Context: an optimization exercise on an open-source flow, tuned for small area, a short achievable clock period and few clock cycles. The choices shown serve that exercise and are no tape-out recipe. The RTL was checked by simulation tests, not by an equivalence proof against the original design.

==> 12-04 <==
Design pol_trtcm, start of the top module:
module pol_trtcm (
    input             clk,
    input             rst,
    input             in_valid,
    output            in_ready,
    input      [2:0]  in_op,
    input      [1:0]  in_flow,
    input      [15:0] in_len,
    input      [31:0] in_now,
    input      [3:0]  in_addr,
    input      [31:0] in_data,
    output            out_valid,
    input             out_ready,
    output     [31:0] out_data
);
Settings: LEC_CHECK=0, CAP_MARGIN=20, CORE_MARGIN=2, CORE_UTILIZATION=40, SETUP_SLACK_MARGIN=5, SLEW_MARGIN=20; clock period 15.0 ns.
run.sh (not shown) runs the stock make flow with config.mk's settings and CLKGATE_MAP_FILE= SYNTH_SCRIPT=/design/flow/synth_recipe.tcl, a recipe that flattens the netlist after the stock synthesis.
==> 07-21: changes against 12-04 <==
--- a/flow/design.v
+++ b/flow/design.v
@@ -49,15 +49,15 @@
     input      [2:0]  in_op,
     input      [1:0]  in_flow,
     input      [15:0] in_len,
     input      [31:0] in_now,
     input      [3:0]  in_addr,
     input      [31:0] in_data,
-    output            out_valid,
+    output reg        out_valid,
     input             out_ready,
-    output     [31:0] out_data
+    output reg [31:0] out_data
 );
     localparam OP_FRAME  = 3'd0;
     localparam OP_SWEEP  = 3'd1;
     localparam OP_PWRITE = 3'd3;
     localparam OP_READ   = 3'd4;
     localparam [24:0] RATE_MAX  = 25'd25000000;
@@ -85,24 +85,12 @@
     reg [2:0]  op0;
     reg [1:0]  fl0;
     reg [15:0] len0;
     reg [31:0] now0;
     reg [3:0]  ad0;
     reg [31:0] dat0;
-    reg        vb;
-    reg [2:0]  opb;
-    reg [1:0]  flb;
-    reg [15:0] lenb;
-    reg [31:0] nowb;
-    reg [3:0]  adb;
-    reg [31:0] datb;
-    reg        ea1, ea2, ea3, ea4, ea5, ea6, ea7, ea8, ea9, ea10;
-    reg [31:0] fq0, fq1;
-    reg [1:0]  fcnt;
-    reg        sbv;
-    reg [31:0] sbd;
     reg        v1, v2, v3, v4, v5, v6, v7, v8, v9, v10;
     reg [2:0]  k1, k2, k3, k4, k5, k6, k7, k8, k9, k10;
     reg [1:0]  fl1, fl2, fl3, fl4, fl5, fl6, fl7, fl8, fl9, fl10;
     reg [15:0] len1, len2, len3, len4, len5, len6, len7, len8, len9, len10;
     reg [31:0] now1, now2, now3, now4, now5;
     reg        fa1, fb1, fc1, fd1, fa2, fb2, fa3;
@@ -143,20 +131,13 @@
     wire lg2 = k2[2];
     wire lg3 = k3[2];
     wire lg4 = k4[2];
     wire lg5 = k5[2];
     wire lg6 = k6[2];
     wire lg10 = k10[2];
-    assign out_valid = (fcnt != 2'd0);
-    assign out_data  = fq0;
-    wire   pop    = out_valid && out_ready;
-    wire [1:0] need = (v10 && !ea10) ? (sbv ? 2'd2 : 2'd1) : 2'd0;
-    wire [2:0] fill = {1'b0, fcnt} + {1'b0, need};
-    wire   ok_np  = (fill <= 3'd2);
-    wire   ok_p   = (fill == 3'd3) && out_valid;
-    wire   out_ok = ok_np || (ok_p && out_ready);
+    wire out_ok = !out_valid || out_ready;
     reg  d_hold;                      
     wire adv = out_ok && !d_hold;     
     wire fs0     = (op0 == OP_FRAME) || (op0 == OP_SWEEP);
     wire long0   = fs0 && p_valid[fl0];
     wire commit0 = (op0 == OP_PWRITE) && (ad0[1:0] == 2'd3);
     wire sm1 = v1 && lg1 && (fl1 == fl0);
@@ -186,31 +167,13 @@
     wire hz_comm = commit0 && ((u1 && fl1 == fl0) || (u2 && fl2 == fl0) ||
                                (u3 && fl3 == fl0) || (u4 && fl4 == fl0) ||
                                (u5 && fl5 == fl0) || (u6 && fl6 == fl0) ||
                                (u7 && fl7 == fl0) || (u8 && fl8 == fl0) ||
                                (u9 && fl9 == fl0) || (u10 && fl10 == fl0));
     wire go0     = v0 && adv && !hz_long && !hz_comm;
-    wire fsb     = (opb == OP_FRAME) || (opb == OP_SWEEP);
-    wire longb   = fsb && p_valid[flb];
-    wire sb1 = v1 && lg1 && (fl1 == flb);
-    wire sb2 = v2 && lg2 && (fl2 == flb);
-    wire sb3 = v3 && lg3 && (fl3 == flb);
-    wire sb4 = v4 && lg4 && (fl4 == flb);
-    wire sb5 = v5 && lg5 && (fl5 == flb);
-    wire [31:0] gb2 = nowb - now2;
-    wire [31:0] gb3 = nowb - now3;
-    wire [31:0] gb4 = nowb - now4;
-    wire [31:0] gb5 = nowb - now5;
-    wire ovb = sb2 ? (gb2[31:23] == 9'h1ff) :
-               sb3 ? (gb3[31:23] == 9'h1ff) :
-               sb4 ? (gb4[31:23] == 9'h1ff) :
-               sb5 ? (gb5[31:23] == 9'h1ff) : 1'b0;
-    wire gob     = v0 && vb && adv && long0 && sm1 &&
-                   (opb != OP_PWRITE) && (flb != fl0) && !(longb && (sb1 || ovb));
-    wire issue   = go0 || gob;
-    assign in_ready = !(v0 && vb) || issue;
+    assign in_ready = !v0 || go0;
     wire accept  = in_valid && in_ready;
     wire commit_ok = (stg_w0 <= stg_w1) && (stg_w1 <= RATE_MAX) &&
                      (stg_w2 >= BURST_MIN) && (dat0[23:0] >= BURST_MIN) &&
                      (dat0[25:24] != 2'd3);
     wire do_commit = go0 && commit0 && commit_ok;
     reg [2:0] kind0;
@@ -220,21 +183,12 @@
             OP_SWEEP:  kind0 = p_valid[fl0] ? K_SWEEP : K_ZERO;
             OP_PWRITE: kind0 = (commit0 && commit_ok) ? K_ONE : K_ZERO;
             OP_READ:   kind0 = K_READ;
             default:   kind0 = K_ZERO;
         endcase
     end
-    reg [2:0] kindb;
-    always @* begin
-        case (opb)
-            OP_FRAME:  kindb = p_valid[flb] ? K_FRAME : K_NOFL;
-            OP_SWEEP:  kindb = p_valid[flb] ? K_SWEEP : K_ZERO;
-            OP_READ:   kindb = K_READ;
-            default:   kindb = K_ZERO;
-        endcase
-    end
     wire [31:0] base1 = fa1 ? now3 : fb1 ? now4 : fc1 ? now5 : fd1 ? bd1 : s_time[fl1];
     wire [31:0] elp1  = now1 - base1;
     wire [56:0] xp2;
     pol_trtcm_mul u_mx (.a(elp2), .b(pir2), .y(xp2));
     wire [34:0] e3;
     pol_trtcm_est8m u_ex (.x(xp3), .e(e3));
@@ -378,30 +332,12 @@
             K_NOFL:  res10 = 32'h0000_0010;
             K_READ:  res10 = rd_data;
             K_FRAME: res10 = {28'd0, yel_mark, passes, colour};
             default: res10 = 32'd0;
         endcase
     end
-    wire        mv10     = out_ok && v10;
-    wire        sbv_load = mv10 && ea10;
-    wire        pu1      = mv10 && !ea10;
-    wire        pu2      = pu1 && sbv;
-    wire [1:0]  fbase    = fcnt - {1'd0, pop};
-    reg  [31:0] fq0_n, fq1_n;
-    always @* begin
-        fq0_n = pop ? fq1 : fq0;
-        fq1_n = fq1;
-        if (pu1) begin
-            if (fbase == 2'd0)
-                fq0_n = res10;
-            else
-                fq1_n = res10;
-        end
-        if (pu2)
-            fq1_n = sbd;
-    end
     always @(posedge clk) begin
         if (rst) begin
             v0 <= 1'b0;
             v1 <= 1'b0;
             v2 <= 1'b0;
             v3 <= 1'b0;
@@ -409,105 +345,60 @@
             v5 <= 1'b0;
             v6 <= 1'b0;
             v7 <= 1'b0;
             v8 <= 1'b0;
             v9 <= 1'b0;
             v10 <= 1'b0;
-            vb        <= 1'b0;
-            fcnt      <= 2'd0;
-            sbv       <= 1'b0;
+            out_valid <= 1'b0;
+            out_data  <= 32'd0;
             d_hold    <= 1'b0;
         end else begin
             if (adv)
                 d_hold <= v4 && lg4 && !rz4 && (np4 > 3'd1);
             else if (d_hold)
                 d_hold <= (dv_left > 3'd2);
-            if (go0) begin
-                v0 <= vb || accept;
-                vb <= vb && accept;
-            end else if (gob) begin
-                vb <= accept;
-            end else if (accept) begin
-                if (v0)
-                    vb <= 1'b1;
-                else
-                    v0 <= 1'b1;
-            end
+            if (accept)
+                v0 <= 1'b1;
+            else if (go0)
+                v0 <= 1'b0;
             if (adv) begin
-                v1 <= issue;
+                v1 <= go0;
                 v2 <= v1;
                 v3 <= v2;
                 v4 <= v3;
                 v5 <= v4;
             end
             if (out_ok) begin
                 v6  <= v5 && adv;
                 v7  <= v6;
                 v8  <= v7;
                 v9  <= v8;
                 v10 <= v9;
-                if (v10 && ea10)
-                    sbv <= 1'b1;
-                else if (v10)
-                    sbv <= 1'b0;
+                out_valid <= v10;
+                out_data  <= res10;
             end
-            fcnt <= fcnt - {1'd0, pop} + {1'd0, pu1} + {1'd0, pu2};
         end
     end
     always @(posedge clk) begin
-        if (go0 && vb) begin
-            op0  <= opb;
-            fl0  <= flb;
-            len0 <= lenb;
-            now0 <= nowb;
-            ad0  <= adb;
-            dat0 <= datb;
-        end else if (accept && (!v0 || go0)) begin
+        if (accept) begin
             op0  <= in_op;
             fl0  <= in_flow;
             len0 <= in_len;
             now0 <= in_now;
             ad0  <= in_addr;
             dat0 <= in_data;
         end
-        if (accept && !(!v0 || (go0 && !vb))) begin
-            opb  <= in_op;
-            flb  <= in_flow;
-            lenb <= in_len;
-            nowb <= in_now;
-            adb  <= in_addr;
-            datb <= in_data;
-        end
-        if (sbv_load) sbd <= res10;
-        fq0 <= fq0_n;
-        fq1 <= fq1_n;
         if (adv) begin
-            if (gob) begin
-                k1   <= kindb;
-                fl1  <= flb;
-                len1 <= (opb == OP_READ) ? {12'd0, adb} : lenb;
-                now1 <= nowb;
-                fa1  <= sb2;
-                fb1  <= !sb2 && sb3;
-                fc1  <= !sb2 && !sb3 && sb4;
-                fd1  <= !sb2 && !sb3 && !sb4 && sb5;
-            end else begin
-                k1   <= kind0;
-                fl1  <= fl0;
-                len1 <= (op0 == OP_READ) ? {12'd0, ad0} : len0;
-                now1 <= now0;
-                fa1  <= sm2;
-                fb1  <= !sm2 && sm3;
-                fc1  <= !sm2 && !sm3 && sm4;
-                fd1  <= !sm2 && !sm3 && !sm4 && sm5;
-            end
-            ea1  <= gob;
-            ea2  <= ea1;
-            ea3  <= ea2;
-            ea4  <= ea3;
-            ea5  <= ea4;
+            k1   <= kind0;
+            fl1  <= fl0;
+            len1 <= (op0 == OP_READ) ? {12'd0, ad0} : len0;
+            now1 <= now0;
+            fa1  <= sm2;
+            fb1  <= !sm2 && sm3;
+            fc1  <= !sm2 && !sm3 && sm4;
+            fd1  <= !sm2 && !sm3 && !sm4 && sm5;
             bd1  <= now5;
             ca1  <= ca5o;
             cb1  <= cb5o;
             k2   <= k1;
             fl2  <= fl1;
             len2 <= len1;
@@ -566,17 +457,12 @@
             ca5  <= {3'd0, n4} + {1'b0, pir4};
             pir5 <= pir4;
             p3x5 <= {2'd0, pir4} + {1'b0, pir4, 1'b0};
             pb5  <= e4 + {32'd0, kx4};
         end
         if (out_ok) begin
-            ea6  <= ea5;
-            ea7  <= ea6;
-            ea8  <= ea7;
-            ea9  <= ea8;
-            ea10 <= ea9;
             k6   <= k5;
             fl6  <= fl5;
             len6 <= len5;
             el6  <= el5;
             cir6 <= cir5;
             now6 <= now5;
CORE_UTILIZATION = 30   (was 40)
SETUP_SLACK_MARGIN = 4   (was 5)
==> 10-14: changes against 12-04 <==
--- a/flow/design.v
+++ b/flow/design.v
@@ -38,12 +38,51 @@
         - {9'd0, nh >> 25} + {9'd0, nh >> 23} + {9'd0, nh >> 18}
         - {9'd0, nh >> 16} - {9'd0, nh >> 12} - {9'd0, nh >> 7}
         + {9'd0, nh >> 4}  - {9'd0, nh >> 1}  + {8'd0, nh, 1'b0}
         + {4'd0, nh, 5'd0} - 44'd6;
     assign e = s[43] ? 35'd0 : s[40:6];
 endmodule
+module pol_trtcm_dchk (
+    input  [25:0] p,
+    input  [24:0] c,
+    input  [25:0] q,
+    input  [24:0] r,
+    output [25:0] d
+);
+    wire [26:0] bc = {2'b00, c};
+    wire [26:0] br = {2'b00, r};
+    reg  [25:0] acc;
+    reg  [2:0]  dg;
+    reg  [26:0] sel;
+    reg         neg;
+    integer i;
+    always @* begin
+        acc = 26'd0;
+        for (i = 0; i < 13; i = i + 1) begin
+            dg = {bc[2*i+1], bc[2*i], (i == 0) ? 1'b0 : bc[2*i-1]};
+            case (dg)
+                3'b001, 3'b010: begin sel = {1'b0, p}; neg = 1'b0; end
+                3'b011:         begin sel = {p, 1'b0}; neg = 1'b0; end
+                3'b100:         begin sel = {p, 1'b0}; neg = 1'b1; end
+                3'b101, 3'b110: begin sel = {1'b0, p}; neg = 1'b1; end
+                default:        begin sel = 27'd0;     neg = 1'b0; end
+            endcase
+            acc = acc + ((neg ? ~sel[25:0] : sel[25:0]) << (2 * i)) + ({25'd0, neg} << (2 * i));
+            dg = {br[2*i+1], br[2*i], (i == 0) ? 1'b0 : br[2*i-1]};
+            case (dg)
+                3'b001, 3'b010: begin sel = {1'b0, q}; neg = 1'b1; end
+                3'b011:         begin sel = {q, 1'b0}; neg = 1'b1; end
+                3'b100:         begin sel = {q, 1'b0}; neg = 1'b0; end
+                3'b101, 3'b110: begin sel = {1'b0, q}; neg = 1'b0; end
+                default:        begin sel = 27'd0;     neg = 1'b0; end
+            endcase
+            acc = acc + ((neg ? ~sel[25:0] : sel[25:0]) << (2 * i)) + ({25'd0, neg} << (2 * i));
+        end
+    end
+    assign d = acc;
+endmodule
 module pol_trtcm (
     input             clk,
     input             rst,
     input             in_valid,
     output            in_ready,
     input      [2:0]  in_op,
@@ -132,12 +171,13 @@
     reg        ps6, ps7, ps8, ps9;      
     reg [24:0] pbs10;                   
     reg [56:0] y7;             
     reg [34:0] ce8;            
     reg [25:0] yl8;
     reg [34:0] cq9;            
+    reg [24:0] cir9, pir9;
     reg [24:0] cbs10;          
     reg [23:0] lp10, lc10;     
     reg [23:0] mp10, mc10;     
     reg [1:0]  ya10;
     wire lg1 = k1[2];
     wire lg2 = k2[2];
@@ -201,13 +241,14 @@
     wire [31:0] gb4 = nowb - now4;
     wire [31:0] gb5 = nowb - now5;
     wire ovb = sb2 ? (gb2[31:23] == 9'h1ff) :
                sb3 ? (gb3[31:23] == 9'h1ff) :
                sb4 ? (gb4[31:23] == 9'h1ff) :
                sb5 ? (gb5[31:23] == 9'h1ff) : 1'b0;
-    wire gob     = v0 && vb && adv && long0 && sm1 &&
+    reg  byp;
+    wire gob     = v0 && vb && adv && !byp && ((long0 && sm1) || hz_comm) &&
                    (opb != OP_PWRITE) && (flb != fl0) && !(longb && (sb1 || ovb));
     wire issue   = go0 || gob;
     assign in_ready = !(v0 && vb) || issue;
     wire accept  = in_valid && in_ready;
     wire commit_ok = (stg_w0 <= stg_w1) && (stg_w1 <= RATE_MAX) &&
                      (stg_w2 >= BURST_MIN) && (dat0[23:0] >= BURST_MIN) &&
@@ -325,13 +366,14 @@
     wire        rd7   = (k7 == K_READ);
     wire [31:0] tr7   = s_time[fl7];
     wire [25:0] ce98  = {ce8[16:0], 9'd0};
     wire [25:0] rmy8  = yl8 - ce98 - (ce98 << 3) - (ce98 << 8) + (ce98 << 10) - (ce98 << 14);
     wire [34:0] cq8   = ce8 + {34'd0, rmy8 >= 26'd8000000};
     wire        rd8   = (k8 == K_READ);
-    wire [25:0] dd9   = pl9 * p_cir[fl9] - cq9[25:0] * p_pir[fl9];
+    wire [25:0] dd9;
+    pol_trtcm_dchk u_dc (.p(pl9), .c(cir9), .q(cq9[25:0]), .r(pir9), .d(dd9));
     wire [24:0] pbs9  = ps9 ? 25'h1000000 : {1'b0, pl9[23:0]};
     wire        fw9   = v10 && lg10 && (fl10 == fl9);
     wire [34:0] cb9   = dd9[25] ? (cq9 - 35'd1) : cq9;
     wire [24:0] cbs9  = (cb9[34:24] != 11'd0) ? 25'h1000000 : cb9[24:0];
     wire        rd9   = (k9 == K_READ);
     wire [23:0] cur_cbs = mc10;
@@ -410,20 +452,25 @@
             v6 <= 1'b0;
             v7 <= 1'b0;
             v8 <= 1'b0;
             v9 <= 1'b0;
             v10 <= 1'b0;
             vb        <= 1'b0;
+            byp       <= 1'b0;
             fcnt      <= 2'd0;
             sbv       <= 1'b0;
             d_hold    <= 1'b0;
         end else begin
             if (adv)
                 d_hold <= v4 && lg4 && !rz4 && (np4 > 3'd1);
             else if (d_hold)
                 d_hold <= (dv_left > 3'd2);
+            if (go0)
+                byp <= 1'b0;
+            else if (gob)
+                byp <= 1'b1;
             if (go0) begin
                 v0 <= vb || accept;
                 vb <= vb && accept;
             end else if (gob) begin
                 vb <= accept;
             end else if (accept) begin
@@ -598,12 +645,14 @@
             pl8  <= pl7;
             ps8  <= ps7;
             k9   <= k8;
             fl9  <= fl8;
             len9 <= len8;
             cq9  <= rd8 ? ce8 : cq8;
+            cir9 <= p_cir[fl8];
+            pir9 <= p_pir[fl8];
             pl9  <= pl8;
             ps9  <= ps8;
             k10   <= k9;
             fl10  <= fl9;
             len10 <= len9;
             cbs10 <= rd9 ? {18'd0, cq9[31:25]} : cbs9;
==> summary.md <==
| Metric | Value |
|---|---|
| Seq cells | `2858` |
| RSZ-0062 raised after global routing | `yes` |
| Worst path slowest cell | `a2111oi_4` |
| Max-slew headroom | `around 22%` |
| Area growth from synthesis to layout | `12.0%` |
| Vias in the first global route | `170950` |
| FF+latch area | `0.0819 mm2` |
| Ant diodes | `40` |
| Status | `finished clean` |
| DRT Pass-1 Iters | `6` |
| Multi-input combinational area share | `54.5%` |
That was 12-04.
==> summary.md <==
| Metric | Value |
|---|---|
| FF+latch area | `around 0.083 mm2` |
| Worst path slowest cell | `edfxtp_1` |
| Ant diodes | `11` |
| Vias in the first global route | `169772` |
| Remaining antenna violation count after routing | `0` |
| Status | `finished clean` |
| Multi-input combinational area share | `a little over half` |
| Max-slew headroom | `between 10% and 20%` |
That was 10-14.
==> summary.md <==
| Metric | Value |
|---|---|
| FF+latch area | `between 0.07 and 0.08 mm2` |
| Worst path slowest cell | `o311ai_4` |
| Area growth from synthesis to layout | `10.6%` |
| DRT Pass-1 Iters | `9` |
| Max Clk Rate | `92.6 MHz` |
| Multi-input combinational area share | `54.4%` |
| Ant diodes | `10` |
| Seq/total area | `a little under a third` |
| Seq cells | `2698` |
| Status | `finished clean` |
| Clock root buffer | `clkbuf_16` |
| RSZ-0062 raised after global routing | `no` |
| Max-slew headroom | `14.9%` |
That was 07-21.
Testbench counts of 12-04, summed over its fixed seeds: cycles 4,363.
Testbench counts of 07-21, summed over its fixed seeds: cycles 4,887.
Testbench counts of 10-14, summed over its fixed seeds: cycles 4,348.

[static timing again, ports no longer ideal]
No port has a modelled driver above. Below, the same layouts with a new extraction and two added sets of constraints.
Step 1 sets driving cells, clkbuf_16 on the clock port and buf_2 on the other inputs (assumed; they add their load-dependent delay and slew).
Step 2 also shifts input and output timing later by t, the mid clock arrival at the registers, as if the neighbouring blocks saw the same clock.
Three values: ideal, step 1, step 2; two values: the first two.
run | shift t [ns] | setup slack, ns | latest minus earliest clock arrival (ns)
12-04 | 1.117 | 5.043 / 5.043 / 5.043 | 0.093 / 0.093
07-21 | 1.072 | 4.199 / 4.167 / 4.167 | 0.119 / 0.120
10-14 | 1.077 | 4.922 / 4.922 / 4.922 | 0.146 / 0.146
After both steps setup and hold are still met in every run listed. For 07-21, which loses most, drivers alone change the setup slack by -0.032 ns; drivers and shift together by -0.032 ns.
